This design comes from an exercise in tuning for small area and a short achievable clock period on the open sky130 flow, not from production work.
Function was checked by simulation only, so behaviour that the tests miss may differ from the original.

Setup of main:
==> flow/design.v <==
module kbfly_srt4 (
    input  wire [23:0] s_in,
    input  wire [23:0] c_in,     
    input  wire [1:0]  bits,
    input  wire [22:0] d,
    input  wire [27:0] m,        
    output wire [23:0] s_out,
    output wire [23:0] c_out
);
    wire [6:0] ye = s_in[23:17] + c_in[23:17];
    function automatic ge7(input [6:0] x, input [6:0] t);
        integer j;
        reg c;
        reg [6:0] xa, tb;
        begin
            xa = {~x[6], x[5:0]};
            tb = ~{~t[6], t[5:0]};
            c = 1'b1;
            for (j = 0; j < 7; j = j + 1)
                c = (xa[j] & tb[j]) | (xa[j] & c) | (tb[j] & c);
            ge7 = c;
        end
    endfunction
    wire gm1 = ge7(ye, m[6:0]);
    wire g0  = ge7(ye, m[13:7]);
    wire gp1 = ge7(ye, m[20:14]);
    wire gp2 = ge7(ye, m[27:21]);
    wire pos = gp1;
    wire two = gp2 | ~gm1;
    wire one = (gp1 & ~gp2) | (gm1 & ~g0);
    wire [25:0] y_s = {s_in, bits};
    wire [25:0] y_c = {c_in, 1'b0, pos};    
    wire [23:0] d1 = {1'b0, d};
    wire [23:0] d2 = {d, 1'b0};
    wire [23:0] op = ((d1 & {24{one}}) | (d2 & {24{two}})) ^ {24{pos}};
    wire [23:0] a = y_s[23:0], b = y_c[23:0];
    wire [23:0] sm = a ^ b ^ op;
    wire [23:0] cy = (a & b) | (a & op) | (b & op);
    assign s_out = sm;
    assign c_out = {cy[22:0], 1'b0};
endmodule
module kbfly_srt4_thr (
    input  wire [22:0] d,
    output wire [27:0] m
);
    localparam [63:0] T2 = {4'd10, 4'd9, 4'd8, 4'd8, 4'd7, 4'd6, 4'd6, 4'd5,
                            4'd4, 4'd4, 4'd3, 4'd2, 4'd2, 4'd1, 4'd0, 4'd0};
    localparam [15:0] T1A = 16'b1111_1111_1000_0000;    
    localparam [15:0] T1B = 16'b1110_0000_0000_0000;    
    wire [3:0] k  = d[21:18];
    wire [3:0] o2 = T2[4*k +: 4];
    wire [6:0] m2 = 7'd12 + {3'd0, o2};
    wire [6:0] m1 = 7'd4 + {5'd0, T1A[k]} + {5'd0, T1B[k]};
    assign m = {m2, m1, ~m1, ~m2};
endmodule
module kbfly_rca #(
    parameter N = 8
) (
    input  wire [N-1:0] a,
    input  wire [N-1:0] b,
    input  wire         ci,
    output wire [N-1:0] s
);
    wire [N:0] c;
    assign c[0] = ci;
    genvar i;
    generate
        for (i = 0; i < N; i = i + 1) begin : g
            assign s[i]   = a[i] ^ b[i] ^ c[i];
            assign c[i+1] = (a[i] & b[i]) | (a[i] & c[i]) | (b[i] & c[i]);
        end
    endgenerate
endmodule
module kbfly_mul (
    input  wire [23:0] w,
    input  wire [24:0] m,
    output wire [47:0] p
);
    wire [25:0] m1 = {m[24], m};
    wire [25:0] m2 = {m, 1'b0};
    reg  [47:0] rows [0:12];
    integer j;
    reg [2:0] g;
    reg one, two, neg;
    reg [25:0] sel;
    always @* begin
        for (j = 0; j < 12; j = j + 1) begin
            g   = {w[2*j+1], w[2*j], (j == 0) ? 1'b0 : w[2*j-1]};
            neg = g[2];
            one = g[1] ^ g[0];
            two = (g == 3'b100) | (g == 3'b011);
            sel = ({26{one}} & m1) | ({26{two}} & m2);
            sel = sel ^ {26{neg}};
            sel[25] = ~sel[25];
            rows[j] = {22'd0, sel} << (2 * j);
        end
        rows[12] = 48'd0;
        for (j = 0; j < 12; j = j + 1) begin
            g   = {w[2*j+1], w[2*j], (j == 0) ? 1'b0 : w[2*j-1]};
            neg = g[2];
            rows[12][2*j] = neg;
        end
    end
    localparam [47:0] K = 48'h0 - (48'd5592405 << 25);
    wire [47:0] cs_s [0:13];
    wire [47:0] cs_c [0:13];
    assign cs_s[0] = K;
    assign cs_c[0] = rows[12];
    genvar k;
    generate
        for (k = 0; k < 12; k = k + 1) begin : acc
            wire [47:0] x = cs_s[k], y = cs_c[k], z = rows[k];
            wire [47:0] cy = (x & y) | (x & z) | (y & z);
            assign cs_s[k+1] = x ^ y ^ z;
            assign cs_c[k+1] = {cy[46:0], 1'b0};
        end
    endgenerate
    kbfly_rca #(.N(48)) u_cpa (.a(cs_s[12]), .b(cs_c[12]), .ci(1'b0), .s(p));
endmodule
module kbfly (
    input  wire        clk,
    input  wire        rst,         
    input  wire        mq_we,
    input  wire [22:0] mq_wdata,
    input  wire        trig,
    input  wire [1:0]  form,        
    input  wire        centre,
    input  wire        zen,
    input  wire [31:0] w,           
    input  wire [31:0] a,           
    input  wire [31:0] b,           
    output wire        err,         
    output reg         res_valid,   
    output reg         z_we,        
    output wire [31:0] ra,
    output wire [31:0] rb
);
    reg        qok;
    reg [21:0] dlo;
    reg [4:0]  sh;
    reg [22:0] nq;
    reg [4:0]  ns;
    always @* begin
        nq = mq_wdata;
        ns = 5'd0;
        if (nq[22:7] == 16'd0) begin nq = nq << 16; ns[4] = 1'b1; end
        if (nq[22:15] == 8'd0) begin nq = nq << 8;  ns[3] = 1'b1; end
        if (nq[22:19] == 4'd0) begin nq = nq << 4;  ns[2] = 1'b1; end
        if (nq[22:21] == 2'd0) begin nq = nq << 2;  ns[1] = 1'b1; end
        if (nq[22] == 1'b0)    begin nq = nq << 1;  ns[0] = 1'b1; end
    end
    always @(posedge clk) begin
        if (rst)
            qok <= 1'b0;
        else if (mq_we)
            qok <= mq_wdata[0] & (mq_wdata[22:1] != 22'd0);
        if (mq_we) begin
            dlo <= nq[21:0];
            sh  <= ns;
        end
    end
    wire [22:0] d = {1'b1, dlo};
    wire [27:0] thr;
    kbfly_srt4_thr u_thr (.d(d), .m(thr));
    assign err = trig & (form[1] | ~qok);
    wire   go  = trig & ~err;
    reg [2:0] v_p;
    reg [2:0] z_p;
    reg [2:0] gs_p;
    reg [2:0] c_p;
    always @(posedge clk) begin
        if (rst) begin
            v_p <= 3'd0;
            z_p <= 3'd0;
        end else begin
            v_p <= {v_p[1:0], go};
            z_p <= {z_p[1:0], go & zen};
        end
        gs_p <= {gs_p[1:0], form[0]};
        c_p  <= {c_p[1:0], centre};
    end
    wire        gs = form[0];
    wire [24:0] ax = {a[23], a[23:0]};
    wire [24:0] bx = {b[23], b[23:0]};
    wire [24:0] x0, m0;
    kbfly_rca #(.N(25)) u_x (.a(ax), .b(bx & {25{gs}}), .ci(1'b0), .s(x0));
    kbfly_rca #(.N(25)) u_m (.a(ax & {25{gs}}), .b(bx ^ {25{gs}}), .ci(gs), .s(m0));
    reg [24:0] s1_x, s1_m;
    reg [23:0] s1_w;
    always @(posedge clk) begin
        s1_x <= x0;
        s1_m <= m0;
        s1_w <= w[23:0];
    end
    wire [47:0] prod;
    kbfly_mul u_mul (.w(s1_w), .m(s1_m), .p(prod));
    wire [68:0] pn = {{21{prod[47]}}, prod} << sh;
    wire [45:0] xn = {{21{s1_x[24]}}, s1_x} << sh;
    localparam KP1 = 8;     
    localparam KP2 = 20;    
    wire [23:0] xs [0:12];
    wire [23:0] xc [0:12];
    assign xs[0] = {{2{xn[45]}}, xn[45:24]};
    assign xc[0] = 24'd0;
    genvar k;
    generate
        for (k = 0; k < 12; k = k + 1) begin : x1
            kbfly_srt4 u (.s_in(xs[k]), .c_in(xc[k]), .bits(xn[23-2*k -: 2]), .d(d), .m(thr),
                          .s_out(xs[k+1]), .c_out(xc[k+1]));
        end
    endgenerate
    wire [23:0] xw;
    kbfly_rca #(.N(24)) u_xw (.a(xs[12]), .b(xc[12]), .ci(1'b0), .s(xw));
    wire [23:0] ps [0:24];
    wire [23:0] pc [0:24];
    reg  [23:0] s2_ps, s2_pc, s2_xw;
    reg  [47-2*KP1:0] s2_pn;
    reg  [23:0] s3_ps, s3_pc;
    reg  [47-2*KP2:0] s3_pn;
    reg  [22:0] s3_sx;
    assign ps[0] = {{3{pn[68]}}, pn[68:48]};
    assign pc[0] = 24'd0;
    generate
        for (k = 0; k < 24; k = k + 1) begin : p
            wire [23:0] si = (k == KP1) ? s2_ps : (k == KP2) ? s3_ps : ps[k];
            wire [23:0] ci = (k == KP1) ? s2_pc : (k == KP2) ? s3_pc : pc[k];
            wire [1:0]  bi;
            if (k < KP1)      assign bi = pn[47-2*k -: 2];
            else if (k < KP2) assign bi = s2_pn[47-2*k -: 2];
            else              assign bi = s3_pn[47-2*k -: 2];
            kbfly_srt4 u (.s_in(si), .c_in(ci), .bits(bi), .d(d), .m(thr),
                          .s_out(ps[k+1]), .c_out(pc[k+1]));
        end
    endgenerate
    always @(posedge clk) begin
        s2_ps <= ps[KP1];
        s2_pc <= pc[KP1];
        s2_pn <= pn[47-2*KP1:0];
        s2_xw <= xw;
    end
    wire [23:0] sx_t;
    kbfly_rca #(.N(24)) u_xc (.a(s2_xw), .b({1'b0, d & {23{s2_xw[23]}}}), .ci(1'b0), .s(sx_t));
    always @(posedge clk) begin
        s3_ps <= ps[KP2];
        s3_pc <= pc[KP2];
        s3_pn <= s2_pn[47-2*KP2:0];
        s3_sx <= sx_t[22:0];
    end
    wire [23:0] pw, pr_t;
    kbfly_rca #(.N(24)) u_pw (.a(ps[24]), .b(pc[24]), .ci(1'b0), .s(pw));
    kbfly_rca #(.N(24)) u_pr (.a(pw), .b({1'b0, d & {23{pw[23]}}}), .ci(1'b0), .s(pr_t));
    wire [22:0] rr = pr_t[22:0];
    wire [22:0] sx = s3_sx;
    wire [23:0] sum;
    kbfly_rca #(.N(24)) u_sum (.a({1'b0, sx}), .b({1'b0, rr}), .ci(1'b0), .s(sum));
    wire [24:0] sumd;
    kbfly_rca #(.N(25)) u_sumd (.a({1'b0, sum}), .b(~{2'b00, d}), .ci(1'b1), .s(sumd));
    wire [22:0] ct_a = sumd[24] ? sum[22:0] : sumd[22:0];
    wire [23:0] dif;
    kbfly_rca #(.N(24)) u_dif (.a({1'b0, sx}), .b(~{1'b0, rr}), .ci(1'b1), .s(dif));
    wire [23:0] difd;
    kbfly_rca #(.N(24)) u_difd (.a(dif), .b({1'b0, d & {23{dif[23]}}}), .ci(1'b0), .s(difd));
    wire [22:0] ct_b = difd[22:0];
    wire gs3 = gs_p[2];
    wire ce3 = c_p[2];
    wire [22:0] va = gs3 ? sx : ct_a;
    wire [22:0] vb = gs3 ? rr : ct_b;
    wire [23:0] ca_t, cb_t;
    kbfly_rca #(.N(24)) u_ca (.a({1'b0, va}), .b(~{1'b0, d}), .ci(1'b1), .s(ca_t));
    kbfly_rca #(.N(24)) u_cb (.a({1'b0, vb}), .b(~{1'b0, d}), .ci(1'b1), .s(cb_t));
    wire [24:0] ca_2, cb_2;    
    kbfly_rca #(.N(25)) u_ca2 (.a({1'b0, va, 1'b0}), .b(~{2'b00, d}), .ci(1'b1), .s(ca_2));
    kbfly_rca #(.N(25)) u_cb2 (.a({1'b0, vb, 1'b0}), .b(~{2'b00, d}), .ci(1'b1), .s(cb_2));
    wire [23:0] oa = (ce3 & ~ca_2[24]) ? ca_t : {1'b0, va};
    wire [23:0] ob = (ce3 & ~cb_2[24]) ? cb_t : {1'b0, vb};
    wire [47:0] ua_w = {{24{oa[23]}}, oa} >> sh;
    wire [47:0] ub_w = {{24{ob[23]}}, ob} >> sh;
    wire [23:0] ua = ua_w[23:0];
    wire [23:0] ub = ub_w[23:0];
    reg [23:0] ra_r, rb_r;
    always @(posedge clk) begin
        if (rst) begin
            res_valid <= 1'b0;
            z_we      <= 1'b0;
            ra_r      <= 24'd0;
            rb_r      <= 24'd0;
        end else begin
            res_valid <= v_p[2];
            z_we      <= z_p[2];
            if (v_p[2]) begin
                ra_r <= ua;
                rb_r <= ub;
            end
        end
    end
    assign ra = {{8{ra_r[23]}}, ra_r};
    assign rb = {{8{rb_r[23]}}, rb_r};
endmodule
clock: 170.0 ns
lec_check: 0
cap_margin: 20
core_margin: 2
core_utilization: 40
slew_margin: 20
run.sh (not shown) runs the stock make flow with config.mk's settings and CLKGATE_MAP_FILE= SYNTH_SCRIPT=/design/flow/synth_recipe.tcl, a recipe that flattens the netlist after the stock synthesis.
#### Input delta (the feature branch over main)
diff --git a/flow/design.v b/flow/design.v
--- a/flow/design.v
+++ b/flow/design.v
@@ -198,5 +198,5 @@
     wire [45:0] xn = {{21{s1_x[24]}}, s1_x} << sh;
     localparam KP1 = 8;     
-    localparam KP2 = 20;    
+    localparam KP2 = 19;    
     wire [23:0] xs [0:12];
     wire [23:0] xc [0:12];
@@ -212,21 +212,21 @@
     wire [23:0] xw;
     kbfly_rca #(.N(24)) u_xw (.a(xs[12]), .b(xc[12]), .ci(1'b0), .s(xw));
-    wire [23:0] ps [0:24];
-    wire [23:0] pc [0:24];
+    wire [23:0] ps [0:23];
+    wire [23:0] pc [0:23];
     reg  [23:0] s2_ps, s2_pc, s2_xw;
-    reg  [47-2*KP1:0] s2_pn;
+    reg  [45-2*KP1:0] s2_pn;
     reg  [23:0] s3_ps, s3_pc;
-    reg  [47-2*KP2:0] s3_pn;
+    reg  [45-2*KP2:0] s3_pn;
     reg  [22:0] s3_sx;
-    assign ps[0] = {{3{pn[68]}}, pn[68:48]};
+    assign ps[0] = {{2{pn[68]}}, pn[68:46]};
     assign pc[0] = 24'd0;
     generate
-        for (k = 0; k < 24; k = k + 1) begin : p
+        for (k = 0; k < 23; k = k + 1) begin : p
             wire [23:0] si = (k == KP1) ? s2_ps : (k == KP2) ? s3_ps : ps[k];
             wire [23:0] ci = (k == KP1) ? s2_pc : (k == KP2) ? s3_pc : pc[k];
             wire [1:0]  bi;
-            if (k < KP1)      assign bi = pn[47-2*k -: 2];
-            else if (k < KP2) assign bi = s2_pn[47-2*k -: 2];
-            else              assign bi = s3_pn[47-2*k -: 2];
+            if (k < KP1)      assign bi = pn[45-2*k -: 2];
+            else if (k < KP2) assign bi = s2_pn[45-2*k -: 2];
+            else              assign bi = s3_pn[45-2*k -: 2];
             kbfly_srt4 u (.s_in(si), .c_in(ci), .bits(bi), .d(d), .m(thr),
                           .s_out(ps[k+1]), .c_out(pc[k+1]));
@@ -236,5 +236,5 @@
         s2_ps <= ps[KP1];
         s2_pc <= pc[KP1];
-        s2_pn <= pn[47-2*KP1:0];
+        s2_pn <= pn[45-2*KP1:0];
         s2_xw <= xw;
     end
@@ -244,9 +244,9 @@
         s3_ps <= ps[KP2];
         s3_pc <= pc[KP2];
-        s3_pn <= s2_pn[47-2*KP2:0];
+        s3_pn <= s2_pn[45-2*KP2:0];
         s3_sx <= sx_t[22:0];
     end
     wire [23:0] pw, pr_t;
-    kbfly_rca #(.N(24)) u_pw (.a(ps[24]), .b(pc[24]), .ci(1'b0), .s(pw));
+    kbfly_rca #(.N(24)) u_pw (.a(ps[23]), .b(pc[23]), .ci(1'b0), .s(pw));
     kbfly_rca #(.N(24)) u_pr (.a(pw), .b({1'b0, d & {23{pw[23]}}}), .ci(1'b0), .s(pr_t));
     wire [22:0] rr = pr_t[22:0];
@@ -266,12 +266,23 @@
     wire [22:0] va = gs3 ? sx : ct_a;
     wire [22:0] vb = gs3 ? rr : ct_b;
+    function automatic ge24(input [23:0] x, input [23:0] t);
+        integer j;
+        reg c;
+        reg [23:0] tb;
+        begin
+            tb = ~t;
+            c = 1'b1;
+            for (j = 0; j < 24; j = j + 1)
+                c = (x[j] & tb[j]) | (x[j] & c) | (tb[j] & c);
+            ge24 = c;
+        end
+    endfunction
     wire [23:0] ca_t, cb_t;
     kbfly_rca #(.N(24)) u_ca (.a({1'b0, va}), .b(~{1'b0, d}), .ci(1'b1), .s(ca_t));
     kbfly_rca #(.N(24)) u_cb (.a({1'b0, vb}), .b(~{1'b0, d}), .ci(1'b1), .s(cb_t));
-    wire [24:0] ca_2, cb_2;    
-    kbfly_rca #(.N(25)) u_ca2 (.a({1'b0, va, 1'b0}), .b(~{2'b00, d}), .ci(1'b1), .s(ca_2));
-    kbfly_rca #(.N(25)) u_cb2 (.a({1'b0, vb, 1'b0}), .b(~{2'b00, d}), .ci(1'b1), .s(cb_2));
-    wire [23:0] oa = (ce3 & ~ca_2[24]) ? ca_t : {1'b0, va};
-    wire [23:0] ob = (ce3 & ~cb_2[24]) ? cb_t : {1'b0, vb};
+    wire hi_a = ge24({va, 1'b0}, {1'b0, d});
+    wire hi_b = ge24({vb, 1'b0}, {1'b0, d});
+    wire [23:0] oa = (ce3 & hi_a) ? ca_t : {1'b0, va};
+    wire [23:0] ob = (ce3 & hi_b) ? cb_t : {1'b0, vb};
     wire [47:0] ua_w = {{24{oa[23]}}, oa} >> sh;
     wire [47:0] ub_w = {{24{ob[23]}}, ob} >> sh;
==> comparison <==
- The feature branch against main: slew at the pin with the worst max-slew slack now sits lower; filler cell count neither gained nor lost much; number of antenna violations at the first check in global routing shows an increase of 8.
- There was hardly any difference in area share of buffers outside the clock network between the feature branch and main.
- Between main and the feature branch, the starting density of the core does not differ in any meaningful way.
- Status: maximum frequency from static timing analysis parity (the feature branch, main)
- Fraction of area in registers: the feature branch vs main — no meaningful difference
- The run showing the smaller arrival time of the worst setup path is main.
- Number of instances in the synthesized netlist went down slightly going from main to the feature branch.
- Re tapcell count: the feature branch and main aren't equal, and the lower value belongs to the feature branch.

## re-timing with driven ports
The results above use ideal ports. As a check the final layouts listed here were re-extracted and re-timed, cells and wires unchanged. Step 1: set_driving_cell puts a clkbuf_16 on clk and a buf_2 on each other input, an assumption about the parent block. Step 2 adds t to the input delays and takes it off the output delays; t is the mean of the earliest and latest rising clock arrival at the registers after step 1. Input paths then give back, and output paths get back, about the clock's delay inside the block. Three values: ideal, step 1, step 2; two values: the first two.
run	shift t [ns]	slack for setup (ns)	worst setup path at the end	worst data-port slew with drivers (ns)	cell pins on the clock port's net
main	0.718	100.757 / 100.722 / 100.722	input to output	0.05	1
the feature branch	0.748	100.736 / 100.711 / 100.711	input to output	0.14	1
After both steps every run listed still meets setup and hold. The setup slack of main, which loses most, moves by -0.035 ns with the drivers and by -0.035 ns with both steps.
